Background: an optimization exercise with open tools, aiming at small area and a short achievable clock period. Do not read the settings as production practice. Only simulation tests tie the RTL to the original design; equivalence was not proved.

// burin_drain_fp
module burin_drain_fp (
    input  wire        clk,
    input  wire        rst,
    input  wire        in_valid,
    input  wire        in_acc_fp,
    input  wire [31:0] in_acc,
    input  wire [31:0] in_scale,
    input  wire [2:0]  in_fmt,
    output reg         out_valid,
    output reg  [31:0] out_data,
    output reg         out_sat
);
Size: about 270 flip-flops, ~110 I/O pins, about 34000 um^2 of cells after synthesis.
Settings: LEC_CHECK=0, CAP_MARGIN=20, CORE_MARGIN=2, CORE_UTILIZATION=65, PLACE_DENSITY=0.8, SLEW_MARGIN=20; clock period 23.0 ns.
standard.sh (not shown) runs the stock make flow with config.mk's settings and CLKGATE_MAP_FILE= SYNTH_SCRIPT=/design/flow/synth_recipe.tcl, a recipe that flattens the netlist after the stock synthesis.
==> flow/flow/run.sh <==
#!/bin/bash
# Standard synthesis and layout. Timing repair (floorplan, post-place, CTS, global route)
# works on every path whose setup slack at the design's clock period is below the margin in
# flow/margin.txt, and may resize cells across footprints. The constraints are the design's.
set -euo pipefail
MARGIN=$(cat flow/margin.txt)
bash standard.sh synth > synth_make.log 2>&1
bash standard.sh SETUP_SLACK_MARGIN=$MARGIN MATCH_CELL_FOOTPRINT=0 SKIP_GATE_CLONING=1 finish > layout_make.log 2>&1
==> flow/flow/margin.txt <==
17.3
==> next run, changes <==
--- a/flow/config.mk
+++ b/flow/config.mk
@@ -9,4 +9,4 @@
 export CORE_MARGIN = 2
-export CORE_UTILIZATION = 65
-export PLACE_DENSITY = 0.8
+export CORE_UTILIZATION = 40
+export PLACE_DENSITY = 0.6
 export SLEW_MARGIN = 20
=>
- The changed run completed with no timing, DRC or antenna violations
- first-iteration DRC count goes down by 33%
- synthesized area stays the same
- global-route usage goes down by 13 points
- count of clock-buffer cells in the layout goes up by 2
- register-to-register slack improved by 0.27 ns
- wire length rose by 1.6%
- design area climbs by 1.5%
- sequential share of layout area is lower by 0.24 points
- synthesized cell count stays the same


## job 8793
Another version of the RTL of burin_drain_fp (not shown whole).
Size in the first run: roughly 0.032 sq mm of cells after synthesis.
Settings: LEC_CHECK=0, ABC_AREA=1, CAP_MARGIN=20, CORE_MARGIN=2, CORE_UTILIZATION=40, PLACE_DENSITY=0.6, SLEW_MARGIN=20; clock period 23.0 ns.
==> flow/flow/run.sh <==
#!/bin/bash
# Standard synthesis, then flow/invopt.py removes inverters around the full adders in the
# synthesised netlist (same registers, same function), then the standard layout. Timing repair
# works on every path whose setup slack at the design's clock period is below the margin in
# flow/margin.txt, and may resize across cell footprints. Ports get buf_1 buffers. The constraints are the design's.
set -euo pipefail
MARGIN=$(cat flow/margin.txt)
R=orfs/results/sky130hd/burin_drain_fp/base
bash standard.sh synth > synth_make.log 2>&1
cp $R/1_2_yosys.v $R/1_2_yosys_std.v
python3 flow/invopt.py $R/1_2_yosys_std.v $R/1_2_yosys.v > invopt.log 2>&1
rm -f $R/1_synth.odb $R/1_synth.sdc
bash standard.sh SETUP_SLACK_MARGIN=$MARGIN MATCH_CELL_FOOTPRINT=0 SKIP_GATE_CLONING=1 "BUFFER_PORTS_ARGS=-buffer_cell sky130_fd_sc_hd__buf_1" finish > layout_make.log 2>&1
Scripts as last shown in full above: flow/flow/margin.txt
Other scripts of this flow, unchanged in this note and not shown: flow/flow/invopt.py
[inputs] job 4180 vs job 8793
Settings: swapping 40 for 60 in CORE_UTILIZATION; swapping 0.6 for 0.7 in PLACE_DENSITY.
==> flow/flow/margin.txt <==
17.42
--- outcome ---
Summary of job 4180 over job 8793: clock network area share level; growth of design area from synthesis to finish decreased by 0.35 points relative to the old numbers; final period utilization roughly the same; die area went down by 33%; total detailed-routing wirelength down 1.1%. In job 4180, total iterations of the first detailed-routing run is lower than in job 8793.
#### Input delta (job 9222 over job 4180)
Settings: swapping 60 for 40 in CORE_UTILIZATION; swapping 0.7 for 0.6 in PLACE_DENSITY.
diff --git a/flow/flow/run.sh b/flow/flow/run.sh
--- a/flow/flow/run.sh
+++ b/flow/flow/run.sh
@@ -5 +5 @@
-# flow/margin.txt, and may resize across cell footprints. Ports get buf_1 buffers. The constraints are the design's.
+# flow/margin.txt, and may resize across cell footprints. Ports get buf_1 buffers. Clock tree options in flow/cts_args.txt. The constraints are the design's.
@@ -13 +13 @@
-bash standard.sh SETUP_SLACK_MARGIN=$MARGIN MATCH_CELL_FOOTPRINT=0 SKIP_GATE_CLONING=1 "BUFFER_PORTS_ARGS=-buffer_cell sky130_fd_sc_hd__buf_1" finish > layout_make.log 2>&1
+bash standard.sh SETUP_SLACK_MARGIN=$MARGIN MATCH_CELL_FOOTPRINT=0 SKIP_GATE_CLONING=1 "BUFFER_PORTS_ARGS=-buffer_cell sky130_fd_sc_hd__buf_1" "CTS_ARGS=$(cat flow/cts_args.txt)" finish > layout_make.log 2>&1
==> flow/flow/cts_args.txt (new file) <==
-sink_clustering_enable -repair_clock_nets -branching_point_buffers_distance 2000 -distance_between_buffers 2000
==> flow/flow/margin.txt <==
17.3
Results
Delta (job 9222 minus job 4180): sequential fraction of total cell area flat; non-clock buffer count down 2.5%.


burin_drain_fp with an RTL version that a note above also has.
For scale: roughly 110 I/O pins.
==> flow/config.mk <==
export PLATFORM = sky130hd
export DESIGN_NAME = burin_drain_fp
export DESIGN_NICKNAME = burin_drain_fp
export VERILOG_FILES = /design/flow/design.v
export SDC_FILE = /design/flow/constraint.sdc
export NUM_CORES = 4
export LEC_CHECK = 0
export CAP_MARGIN = 20
export CORE_MARGIN = 2
export CORE_UTILIZATION = 40
export PLACE_DENSITY = 0.6
export SLEW_MARGIN = 20
==> flow/constraint.sdc <==
create_clock -name core_clock -period 23.0 [get_ports {clk}]
set_input_delay 4.6000 -clock core_clock [delete_from_list [all_inputs] [get_ports {clk}]]
set_output_delay 4.6000 -clock core_clock [all_outputs]
set_load 0.01 [all_outputs]
==> flow/flow/run.sh <==
#!/bin/bash
# Standard synthesis, then flow/invopt.py removes inverters around the full adders in the
# synthesised netlist (same registers, same function), then the standard layout. Timing repair
# works on every path whose setup slack at the design's clock period is below the margin in
# flow/margin.txt, and may resize across cell footprints. The constraints are the design's.
set -euo pipefail
MARGIN=$(cat flow/margin.txt)
R=orfs/results/sky130hd/burin_drain_fp/base
bash standard.sh synth > synth_make.log 2>&1
cp $R/1_2_yosys.v $R/1_2_yosys_std.v
python3 flow/invopt.py $R/1_2_yosys_std.v $R/1_2_yosys.v > invopt.log 2>&1
rm -f $R/1_synth.odb $R/1_synth.sdc
bash standard.sh SETUP_SLACK_MARGIN=$MARGIN MATCH_CELL_FOOTPRINT=0 SKIP_GATE_CLONING=1 finish > layout_make.log 2>&1
Other scripts of this flow, unchanged in this note and not shown: flow/flow/invopt.py, flow/flow/margin.txt
Edit:
--- a/flow/flow/run.sh
+++ b/flow/flow/run.sh
@@ -4,3 +4,3 @@
 # works on every path whose setup slack at the design's clock period is below the margin in
-# flow/margin.txt, and may resize across cell footprints. The constraints are the design's.
+# flow/margin.txt, and may resize across cell footprints. Ports get buf_1 buffers. The constraints are the design's.
 set -euo pipefail
@@ -12,2 +12,2 @@
 rm -f $R/1_synth.odb $R/1_synth.sdc
-bash standard.sh SETUP_SLACK_MARGIN=$MARGIN MATCH_CELL_FOOTPRINT=0 SKIP_GATE_CLONING=1 finish > layout_make.log 2>&1
+bash standard.sh SETUP_SLACK_MARGIN=$MARGIN MATCH_CELL_FOOTPRINT=0 SKIP_GATE_CLONING=1 "BUFFER_PORTS_ARGS=-buffer_cell sky130_fd_sc_hd__buf_1" finish > layout_make.log 2>&1
=> The changed run went through all stages and came out clean. Design area decreases by 1.2%. Core utilization shrinks by 0.58 points. Setup slack is better by 0.017 ns. Die area does not change. Area after synthesis does not change. Routed wire length is lower by 0.88%. Synthesized cell count stays the same. Critical path depth goes down by 27. Non-clock buffer count grows by 10.
Edit:
--- a/flow/config.mk
+++ b/flow/config.mk
@@ -7,2 +7,3 @@
 export LEC_CHECK = 0
+export ABC_AREA = 1
 export CAP_MARGIN = 20
=> The changed run completed without violations. Critical path depth is unchanged. Final area drops by a few percent. Setup slack gains 0.025 ns. Synthesized cell count goes up by roughly a tenth. Sequential cell count does not change. Routed wire length came out lower slightly. Count of clock-buffer cells in the layout went down by 2.

## afterwards: timing with drivers on the ports
The results above use ideal ports. As a check the final layouts listed here were re-extracted and re-timed, cells and wires unchanged.
Step 1: set_driving_cell puts a clkbuf_16 on clk and a buf_2 on each other input, an assumption about the parent block.
Step 2, shift: input delay + t, output delay - t, t = (earliest + latest rising clock arrival at the registers) / 2. This alone moves slack from input paths to output paths.
Slacks: ideal ports / drivers / drivers and shift; pairs: ideal ports / drivers.
| run | t, ns | slack for setup (ns) | hold WS [ns] | worst setup path after step 2 |
|---|---|---|---|---|
| the first run of note 1 | 0.630 | 17.138 / 17.138 / 17.138 | 0.346 / 0.346 / 0.346 | register to register |
| the second run of note 1 | 0.645 | 17.334 / 17.266 / 17.407 | 0.329 / 0.329 / 0.329 | register to register |
| job 8793 | 0.627 | 17.354 / 17.292 / 17.468 | 0.332 / 0.332 / 0.332 | register to register |
| job 4180 | 0.636 | 17.378 / 17.321 / 17.541 | 0.326 / 0.326 / 0.326 | register to register |
| job 9222 | 0.627 | 17.354 / 17.292 / 17.468 | 0.332 / 0.332 / 0.332 | register to register |
| the first run of note 3 | 0.637 | 17.298 / 17.270 / 17.298 | 0.347 / 0.347 / 0.347 | register to register |
| the second run of note 3 | 0.681 | 17.314 / 17.248 / 17.395 | 0.345 / 0.345 / 0.345 | register to register |
| the third run of note 3 | 0.619 | 17.339 / 17.276 / 17.480 | 0.326 / 0.326 / 0.326 | register to register |
After both steps every run listed still meets setup and hold.
